From an optimization exercise on the open Yosys and OpenROAD flow, aimed at small area, a short achievable clock period and few clock cycles per item; shortcuts taken in it are not production practice.
Function was checked by simulation only, so behaviour that the tests miss may differ from the original.
With no activity given, the tool overestimates toggling in this design, so its power and IR-drop figures are unreliable.

==> inputs of run D <==
## aes128_core
module aes128_core (
    input  wire         clk,
    input  wire         rst,         
    input  wire         in_valid,
    output wire         in_ready,
    input  wire [127:0] key,
    input  wire [127:0] block_in,
    output reg          out_valid,
    output wire [127:0] block_out
);
clock: 10.0 ns
lec_check: 0
abc_area: 1
cap_margin: 20
core_margin: 2
core_utilization: 55
place_density: 0.65
slew_margin: 20
standard.sh (not shown) runs the stock make flow with config.mk's settings and CLKGATE_MAP_FILE= SYNTH_SCRIPT=/design/flow/synth_recipe.tcl, a recipe that flattens the netlist after the stock synthesis.
==> flow/flow/run.sh <==
#!/bin/bash
# Layout flow: the standard flow (standard.sh) with three changes.
# - Synthesis is the standard synthesis script (synth_recipe.tcl, ORFS's
#   synth.tcl) except that ABC maps the logic with flow/abc_map_area.script,
#   an area-oriented mapping. Registers are mapped before ABC runs, so they
#   are the standard synthesis's, with the same names and cells.
# - The input and output port buffers are sky130_fd_sc_hd__buf_2 cells rather
#   than the delay buffer that buffer_ports picks by default. Every port still
#   gets its own buffer.
# - Timing repair aims for a setup slack of at least 6.4 ns at the design's
#   10 ns clock, so that the resizer speeds up the critical paths; the clock
#   and the constraints are the design's, unchanged.
set -euo pipefail
here=$(pwd)
# synth.tcl with the ABC script replaced right after the preamble sets it
sed "s#^source \$::env(SCRIPTS_DIR)/synth_preamble.tcl\$#&\nset abc_args [lreplace \$abc_args 1 1 $here/flow/abc_map_area.script]#" \
  "$FLOW_HOME/scripts/synth.tcl" > my_synth_body.tcl
grep -q "abc_map_area.script" my_synth_body.tcl
sed "s#^source \$::env(SCRIPTS_DIR)/synth.tcl\$#source $here/my_synth_body.tcl#" synth_recipe.tcl > my_synth.tcl
grep -q "my_synth_body.tcl" my_synth.tcl
sed "s#SYNTH_SCRIPT=[^ ]*#SYNTH_SCRIPT=$here/my_synth.tcl#" standard.sh > my_standard.sh
grep -q "my_synth.tcl" my_standard.sh
export BUFFER_PORTS_ARGS="-buffer_cell sky130_fd_sc_hd__buf_2"
export SETUP_SLACK_MARGIN=6.4
bash my_standard.sh > standard_flow.log 2>&1
==> flow/flow/abc_map_area.script <==
strash
dch
map -a
topo
stime -c
buffer -c
upsize -c
dnsize -c
==> inputs of run Y, as changes to run D <==
--- a/flow/design.v
+++ b/flow/design.v
@@ -143,23 +143,24 @@
             L29 = L11 ^ L17;
             sbox_lin = {L6 ^ L24, ~(L16 ^ L26), ~(L19 ^ L28), L6 ^ L21, L20 ^ L22, L25 ^ L29, ~(L13 ^ L27), ~(L6 ^ L23)};
         end
     endfunction
     function automatic [7:0] xtime(input [7:0] b);
         xtime = {b[6:0], 1'b0} ^ (b[7] ? 8'h1b : 8'h00);
     endfunction
     function automatic [31:0] mix_column(input [31:0] col);
-        reg [7:0] a0, a1, a2, a3;
+        reg [7:0] a0, a1, a2, a3, t;
         begin
             a0 = col[31:24]; a1 = col[23:16]; a2 = col[15:8]; a3 = col[7:0];
-            mix_column = {xtime(a0) ^ xtime(a1) ^ a1 ^ a2 ^ a3,
-                          a0 ^ xtime(a1) ^ xtime(a2) ^ a2 ^ a3,
-                          a0 ^ a1 ^ xtime(a2) ^ xtime(a3) ^ a3,
-                          xtime(a0) ^ a0 ^ a1 ^ a2 ^ xtime(a3)};
+            t  = a0 ^ a1 ^ a2 ^ a3;
+            mix_column = {a0 ^ t ^ xtime(a0 ^ a1),
+                          a1 ^ t ^ xtime(a1 ^ a2),
+                          a2 ^ t ^ xtime(a2 ^ a3),
+                          a3 ^ t ^ xtime(a3 ^ a0)};
         end
     endfunction
     function automatic [127:0] mix_columns(input [127:0] s);
         mix_columns = {mix_column(s[127:96]), mix_column(s[95:64]),
                        mix_column(s[63:32]),  mix_column(s[31:0])};
     endfunction
     function automatic [127:0] shift_rows(input [127:0] s);
         integer r, c;
==> flow/flow/abc_map_area.script (replaced) <==
strash
&get -n
&dch
&nf -R 1000
&put
topo
stime -c
buffer -c
upsize -c
dnsize -c
Settings changed: CORE_UTILIZATION 55 to 45, PLACE_DENSITY 0.65 to 0.6.
==> inputs of run X, as changes to run D <==
--- a/flow/design.v
+++ b/flow/design.v
@@ -143,23 +143,24 @@
             L29 = L11 ^ L17;
             sbox_lin = {L6 ^ L24, ~(L16 ^ L26), ~(L19 ^ L28), L6 ^ L21, L20 ^ L22, L25 ^ L29, ~(L13 ^ L27), ~(L6 ^ L23)};
         end
     endfunction
     function automatic [7:0] xtime(input [7:0] b);
         xtime = {b[6:0], 1'b0} ^ (b[7] ? 8'h1b : 8'h00);
     endfunction
     function automatic [31:0] mix_column(input [31:0] col);
-        reg [7:0] a0, a1, a2, a3;
+        reg [7:0] a0, a1, a2, a3, t;
         begin
             a0 = col[31:24]; a1 = col[23:16]; a2 = col[15:8]; a3 = col[7:0];
-            mix_column = {xtime(a0) ^ xtime(a1) ^ a1 ^ a2 ^ a3,
-                          a0 ^ xtime(a1) ^ xtime(a2) ^ a2 ^ a3,
-                          a0 ^ a1 ^ xtime(a2) ^ xtime(a3) ^ a3,
-                          xtime(a0) ^ a0 ^ a1 ^ a2 ^ xtime(a3)};
+            t  = a0 ^ a1 ^ a2 ^ a3;
+            mix_column = {a0 ^ t ^ xtime(a0 ^ a1),
+                          a1 ^ t ^ xtime(a1 ^ a2),
+                          a2 ^ t ^ xtime(a2 ^ a3),
+                          a3 ^ t ^ xtime(a3 ^ a0)};
         end
     endfunction
     function automatic [127:0] mix_columns(input [127:0] s);
         mix_columns = {mix_column(s[127:96]), mix_column(s[95:64]),
                        mix_column(s[63:32]),  mix_column(s[31:0])};
     endfunction
     function automatic [127:0] shift_rows(input [127:0] s);
         integer r, c;
==> flow/flow/run.sh (replaced) <==
#!/bin/bash
# Layout flow: the standard flow (standard.sh) with three changes.
# - Synthesis is the standard synthesis script (synth_recipe.tcl, ORFS's
#   synth.tcl) except that ABC maps the logic with flow/abc_map_area.script,
#   an area-oriented mapping. Registers are mapped before ABC runs, so they
#   are the standard synthesis's, with the same names and cells.
# - The input and output port buffers are sky130_fd_sc_hd__buf_2 cells rather
#   than the delay buffer that buffer_ports picks by default. Every port still
#   gets its own buffer.
# - Timing repair aims for a setup slack of at least 6.6 ns at the design's
#   10 ns clock, so that the resizer speeds up the critical paths; the clock
#   and the constraints are the design's, unchanged.
set -euo pipefail
here=$(pwd)
# synth.tcl with the ABC script replaced right after the preamble sets it
sed "s#^source \$::env(SCRIPTS_DIR)/synth_preamble.tcl\$#&\nset abc_args [lreplace \$abc_args 1 1 $here/flow/abc_map_area.script]#" \
  "$FLOW_HOME/scripts/synth.tcl" > my_synth_body.tcl
grep -q "abc_map_area.script" my_synth_body.tcl
sed "s#^source \$::env(SCRIPTS_DIR)/synth.tcl\$#source $here/my_synth_body.tcl#" synth_recipe.tcl > my_synth.tcl
grep -q "my_synth_body.tcl" my_synth.tcl
sed "s#SYNTH_SCRIPT=[^ ]*#SYNTH_SCRIPT=$here/my_synth.tcl#" standard.sh > my_standard.sh
grep -q "my_synth.tcl" my_standard.sh
export BUFFER_PORTS_ARGS="-buffer_cell sky130_fd_sc_hd__buf_2"
export SETUP_SLACK_MARGIN=6.6
bash my_standard.sh > standard_flow.log 2>&1
==> flow/flow/abc_map_area.script (replaced) <==
strash
&get -n
&dch
&nf -R 1000
&put
topo
stime -c
buffer -c
upsize -c
dnsize -c
Settings changed: CORE_UTILIZATION 55 to 50, PLACE_DENSITY 0.65 to 0.6.
==> inputs of run G, as changes to run D <==
==> flow/run.sh (new file) <==
#!/bin/bash
# synth_recipe.tcl (not shown) runs the flow's synth.tcl, then flattens the netlist and writes it again
# the make line also repeats each setting of config.mk as NAME=value (left out here)
make -C /OpenROAD-flow-scripts/flow DESIGN_CONFIG=/design/flow/config.mk WORK_HOME=/design/flow/orfs CLKGATE_MAP_FILE= SYNTH_SCRIPT=/design/flow/synth_recipe.tcl finish
Settings changed: CORE_UTILIZATION 55 to 45, PLACE_DENSITY 0.65 to 0.6.
removed: flow/flow/run.sh
removed: flow/flow/abc_map_area.script
removed: flow/standard.sh
==> run notes <==
Register-to-register slack, lowest first: run G, run Y, run D, run X.
The lowest clock skew belongs to run X, the highest to run G.
Maximum frequency, lowest first: run G, run Y, run D, run X.
Sequential share of layout area: run D is higher than run G (4.1 points).
==> figures <==
Total clock network power: run D 3740 uW; run Y 3800 uW; run G 4100 uW; run X 3880 uW
Total length of routed met2 wires: run D 72800 um; run Y 69100 um; run G 98600 um; run X 72200 um
Initial cell density of the core: run D 55.4%; run Y 45.4%; run G 45.4%; run X 50.4%
Multi-input logic area: run D 0.0323 sq mm; run Y 0.0315 sq mm; run G 0.0376 sq mm; run X 0.0334 sq mm
Buffering overhead: run D 3.90%; run Y 4.22%; run G 5.90%; run X 5.15%
Area fraction in and, or, nand and nor cells after synthesis: run D 15.8%; run Y 8.88%; run G 34.0%; run X 8.88%
Status: run D finished clean; run Y finished clean; run G finished clean; run X finished clean
Met1 usage in global routing: run D 43.0%; run Y 37.0%; run G 43.6%; run X 40.0%
Hold wc startpoint: run D k1[67]$_DFF_P_; run Y k1[68]$_DFF_P_; run G k1[65]$_DFF_P_; run X k1[37]$_DFF_P_
NumNets Final: run D 6911; run Y 5823; run G 9811; run X 5903
Testbench counts of run D, summed over its fixed seeds: cycles 32,024, blocks 3,200.
Testbench counts of run Y, summed over its fixed seeds: cycles 32,024, blocks 3,200.
Testbench counts of run X, summed over its fixed seeds: cycles 32,024, blocks 3,200.
Testbench counts of run G, summed over its fixed seeds: cycles 32,024, blocks 3,200.

========
==> run a <==
Starting RTL as in the previous note.
Settings: LEC_CHECK=0, ABC_AREA=1, CAP_MARGIN=20, CORE_MARGIN=2, CORE_UTILIZATION=45, PLACE_DENSITY=0.6, SLEW_MARGIN=20; clock period 10.0 ns.
==> flow/flow/run.sh <==
#!/bin/bash
# Layout flow: the standard flow (standard.sh), with the input and output
# port buffers made of sky130_fd_sc_hd__buf_4 cells rather than the
# smallest buffer that buffer_ports picks by default. Every port still gets
# its buffer; everything else is as in the standard flow.
set -euo pipefail
export BUFFER_PORTS_ARGS="-buffer_cell sky130_fd_sc_hd__buf_4"
bash standard.sh > standard_flow.log 2>&1
==> run b: changes against run a <==
==> flow/flow/run.sh (replaced) <==
#!/bin/bash
# Layout flow: the standard flow (standard.sh) with three changes.
# - Synthesis is the standard synthesis script (synth_recipe.tcl, ORFS's
#   synth.tcl) except that ABC maps the logic with flow/abc_map_area.script,
#   an area-oriented mapping. Registers are mapped before ABC runs, so they
#   are the standard synthesis's, with the same names and cells.
# - The input and output port buffers are sky130_fd_sc_hd__buf_2 cells rather
#   than the delay buffer that buffer_ports picks by default. Every port still
#   gets its own buffer.
# - Timing repair aims for a setup slack of at least 6.55 ns at the design's
#   10 ns clock, so that the resizer speeds up the critical paths; the clock
#   and the constraints are the design's, unchanged.
set -euo pipefail
here=$(pwd)
# synth.tcl with the ABC script replaced right after the preamble sets it
sed "s#^source \$::env(SCRIPTS_DIR)/synth_preamble.tcl\$#&\nset abc_args [lreplace \$abc_args 1 1 $here/flow/abc_map_area.script]#" \
  "$FLOW_HOME/scripts/synth.tcl" > my_synth_body.tcl
grep -q "abc_map_area.script" my_synth_body.tcl
sed "s#^source \$::env(SCRIPTS_DIR)/synth.tcl\$#source $here/my_synth_body.tcl#" synth_recipe.tcl > my_synth.tcl
grep -q "my_synth_body.tcl" my_synth.tcl
sed "s#SYNTH_SCRIPT=[^ ]*#SYNTH_SCRIPT=$here/my_synth.tcl#" standard.sh > my_standard.sh
grep -q "my_synth.tcl" my_standard.sh
export BUFFER_PORTS_ARGS="-buffer_cell sky130_fd_sc_hd__buf_2"
export SETUP_SLACK_MARGIN=6.55
bash my_standard.sh > standard_flow.log 2>&1
==> flow/flow/abc_map_area.script (new file) <==
strash
dch
map -a
topo
stime -c
buffer -c
upsize -c
dnsize -c
==> run c: changes against run a <==
==> flow/flow/run.sh (replaced) <==
#!/bin/bash
# Layout flow: the standard flow (standard.sh) with two changes.
# - The input and output port buffers are sky130_fd_sc_hd__buf_2 cells rather
#   than the delay buffer that buffer_ports picks by default. Every port still
#   gets its own buffer.
# - Timing repair aims for a setup slack of at least 6.7 ns at the design's
#   10 ns clock, so that the resizer speeds up the critical paths; the clock
#   and the constraints are the design's, unchanged.
set -euo pipefail
export BUFFER_PORTS_ARGS="-buffer_cell sky130_fd_sc_hd__buf_2"
export SETUP_SLACK_MARGIN=6.7
bash standard.sh > standard_flow.log 2>&1
CORE_UTILIZATION = 55   (was 45)
PLACE_DENSITY = 0.7   (was 0.6)
==> impl_results.md <==
* Status: no timing/DRC/antenna violations
* Post-synthesis average cell area at about 6.5 um^2
* P_leak at approximately 37 nW
* Switching share of power at 0.640
* Core Region at around 110000 um^2
* Synth-to-Final Area Change at 16.0%
(the above is from run c)
==> impl_results.md <==
* Met3 Use GR at 0.0541
* P_leak at roughly 36 nW
* Synth-to-Final Area Change at 13.5%
* Core Region at ~130000 um^2
* H-tree Lvls at 3
* Status: no timing/DRC/antenna violations
* Commonest cells after routing, fill and taps aside: nand2_1, xor2_1, inv_1
* Switching share of power at 0.646
* Clk pwr share at 0.038
* Critical Path AT at 4700 ps
(the above is from run a)
==> impl_results.md <==
* Simple-gate share of the synthesized area at 0.158
* DRT antenna net count at 0
* Distinct cell type count after synthesis at between 50 and 60
* Post-synthesis average cell area at approximately 8.4 um^2
* Met3 Use GR at 0.0395
* 1st-iter DRT viols at roughly 2600
* Core Region at 114000 um^2
* Status: no timing/DRC/antenna violations
* MaxCap Viol Count at 0
(the above is from run b)
Testbench counts of run a, summed over its fixed seeds: cycles 32,024, blocks 3,200.
Testbench counts of run b, summed over its fixed seeds: cycles 32,024, blocks 3,200.
Testbench counts of run c, summed over its fixed seeds: cycles 32,024, blocks 3,200.

-- afterwards: timing with drivers on the ports --
How much do the figures lean on ideal ports? The routed layouts below were timed once more, with nothing changed but the port constraints.
Step 1 (the two cells are an assumption about what drives the block):
set clk [get_ports {clk}]
set_driving_cell -lib_cell sky130_fd_sc_hd__clkbuf_16 $clk
set_driving_cell -lib_cell sky130_fd_sc_hd__buf_2 [delete_from_list [all_inputs] $clk]
Step 2 times the ports against the registers' clock, not the clock port: input delays grow and output delays shrink by t, the midpoint of the rising clock arrivals with the driver on.
Three values: ideal, step 1, step 2; two values: the first two.
run	t, ns	setup slack, ns	clock arrival spread, ns	worst data-port slew with drivers (ns)
run D	0.748	6.482 / 6.482 / 6.482	0.042 / 0.043	0.08
run Y	0.741	6.448 / 6.448 / 6.448	0.048 / 0.048	0.06
run X	0.728	6.574 / 6.574 / 6.574	0.022 / 0.023	0.06
run G	0.828	6.062 / 6.062 / 6.062	0.060 / 0.059	0.15
run a	0.794	5.829 / 5.829 / 5.829	0.048 / 0.049	0.09
run b	0.755	6.537 / 6.470 / 6.537	0.032 / 0.032	0.19
run c	0.772	6.654 / 6.654 / 6.654	0.031 / 0.032	0.09
After both steps setup and hold are still met in every run listed.
